This design comes from an exercise in tuning for small area and a short achievable clock period on the open sky130 flow, not from production work. The RTL was checked by simulation tests, not by an equivalence proof against the original design.

## v4
## bv_cp0
module bv_cp0 (
    input  wire        clk,
    input  wire        rst,         
    input  wire        issue,       
    input  wire [5:0]  op,          
    input  wire [23:0] ga,          
    input  wire [23:0] gb,          
    input  wire [23:0] gd,          
    output reg         r1_valid,    
    output reg  [23:0] r1_data,     
    output reg         r1_ill,      
    output reg         r4_valid,    
    output reg  [23:0] r4_data      
);
Size: roughly 5900 cells after synthesis, about 850 flip-flops, ~55000 µm² of cells after synthesis.
clock: 90.0 ns
lec_check: 0
cap_margin: 20
core_margin: 2
core_utilization: 70
place_density: 0.8
slew_margin: 20
run.sh (not shown) runs the stock make flow with config.mk's settings and CLKGATE_MAP_FILE= SYNTH_SCRIPT=/design/flow/synth_recipe.tcl, a recipe that flattens the netlist after the stock synthesis.
v4 went all the way through the flow, and no timing, DRC or antenna check failed.
Input changes introduced in v14 (baseline for comparison: v4):
--- a/flow/design.v
+++ b/flow/design.v
@@ -233,26 +233,26 @@
         else if (op[2])
             r1_next = dep_val;
         else if (op[0])
             r1_next = {21'd0, ext_val};
         else
             r1_next = {pair_bits(ga[23:18]), pair_bits(ga[17:12]),
                        pair_bits(ga[11:6]), pair_bits(ga[5:0]), 4'd0};
     end
     reg [23:0] r1_q;
     reg        r1_cnt;
     always @* begin
         if (r1_cnt)
-            r1_data = {17'd0, ({2'd0, r1_q[23:19]} + {2'd0, r1_q[18:14]})
-                            + ({2'd0, r1_q[13:9]}  + {2'd0, r1_q[8:4]})};
+            r1_data = {17'd0, {2'd0, r1_q[23:19]} + {2'd0, r1_q[18:14]}
+                            + {2'd0, r1_q[13:9]}  + {2'd0, r1_q[8:4]}};
         else
             r1_data = r1_q;
     end
     localparam S0 = 2, S1 = 9, S2 = 8, S3 = 8;
     localparam E0 = 27 - S0, E1 = E0 - S1, E2 = E1 - S2;    
     wire [26:0] ns_x0 = {ga, 3'b101};
     reg        ns_v1, ns_v2, ns_v3;
     reg [9:0]  ns_r1, ns_r2, ns_r3;
     reg [9:0]  ns_d1, ns_d2, ns_d3;
     reg [26:0] ns_x1, ns_x2, ns_x3;
     wire [9:0]  ns_rem [0:26];      
     wire [26:0] ns_qb;              
@@ -277,38 +277,41 @@
             wire [11:0] df = {1'b0, t} - {2'b00, dv};
             assign ns_qb[si] = ~df[11];
             wire [9:0] rf = ns_qb[si] ? df[9:0] : t[9:0];
             if (27 - si < 10)
                 assign ns_rem[si] = rf & ((10'd1 << (27 - si)) - 10'd1);
             else
                 assign ns_rem[si] = rf;
         end
     endgenerate
     wire [26:0] ns_w1 = {ns_qb[26:E0], ns_x0[E0-1:0]};
     wire [26:0] ns_w2 = {ns_x1[26:E0], ns_qb[E0-1:E1], ns_x1[E1-1:0]};
     wire [26:0] ns_w3 = {ns_x2[26:E1], ns_qb[E1-1:E2], ns_x2[E2-1:0]};
-    wire [23:0] ns_q  = {ns_x3[23:E2], ns_qb[E2-1:0]};
+    wire [23-E2:0] ns_qh  = ns_x3[23:E2];
+    wire [23-E2:0] ns_qh1 = ns_qh + 1'b1;
+    wire [E2-1:0]  ns_ql  = ns_qb[E2-1:0];
+    wire [23:0]    ns_q1  = {(&ns_ql) ? ns_qh1 : ns_qh, ns_ql};
     reg  [23:0] r4_q;
     reg         r4_dz;
     always @*
-        r4_data = r4_dz ? 24'd0 : r4_q + 24'd1;
+        r4_data = r4_dz ? 24'd0 : {r4_q[23:E2], r4_q[E2-1:0] + 1'b1};
     always @(posedge clk) begin
         r1_q    <= r1_next;
         r1_cnt  <= op[5] & ~op[2] & ~op[0];
         shadow  <= rd_val;
         eval_d  <= ed;
         ns_r1 <= ns_rem[E0]; ns_x1 <= ns_w1; ns_d1 <= res_d;
         ns_r2 <= ns_rem[E1]; ns_x2 <= ns_w2; ns_d2 <= ns_d1;
         ns_r3 <= ns_rem[E2]; ns_x3 <= ns_w3; ns_d3 <= ns_d2;
-        r4_q    <= ns_q;
+        r4_q    <= ns_q1;
         r4_dz   <= (ns_d3 == 10'd0);
         if (rst) begin
             for (k = 0; k < 8; k = k + 1) snr[k] <= 24'd0;
             for (k = 0; k < 4; k = k + 1) thr[k] <= 24'd0;
             for (k = 0; k < 3; k = k + 1) tab[k] <= 24'd0;
             res_rate  <= 1'b0;
             res_none  <= 1'b0;
             res_d     <= 10'd0;
             res_fc    <= 5'd0;
             code_cnt  <= 5'd0;
             cpend     <= 8'd0;
             shv       <= 1'b0;
Findings:
The core of v14 is less densely filled than that of v4. v4 → v14: design area +1.3%; synthesis-to-layout area growth now sits at about the same level; routed wire length lower.

==> port drivers added, routing unchanged <==
Ports are ideal in the flow. The routed layouts listed here were re-timed in OpenROAD.
Step 1 sets driving cells, clkbuf_16 on the clock port and buf_2 on the other inputs (assumed; they add their load-dependent delay and slew).
Step 2, shift: input delay + t, output delay - t, t = (earliest + latest rising clock arrival at the registers) / 2. This alone moves slack from input paths to output paths.
Slacks: no drivers / after step 1 / after step 2; pairs: no drivers / after step 1.
| run | t, ns | setup slack, ns | worst register clock-pin slew, ns |
|---|---|---|---|
| v4 | 0.730 | 67.529 / 67.554 / 66.824 | 0.07 / 0.07 |
| v14 | 0.734 | 67.956 / 67.939 / 67.643 | 0.07 / 0.07 |
After both steps setup and hold are still met in every run listed. The setup slack of v4, which loses most, moves by +0.025 ns with the drivers and by -0.705 ns with both steps.
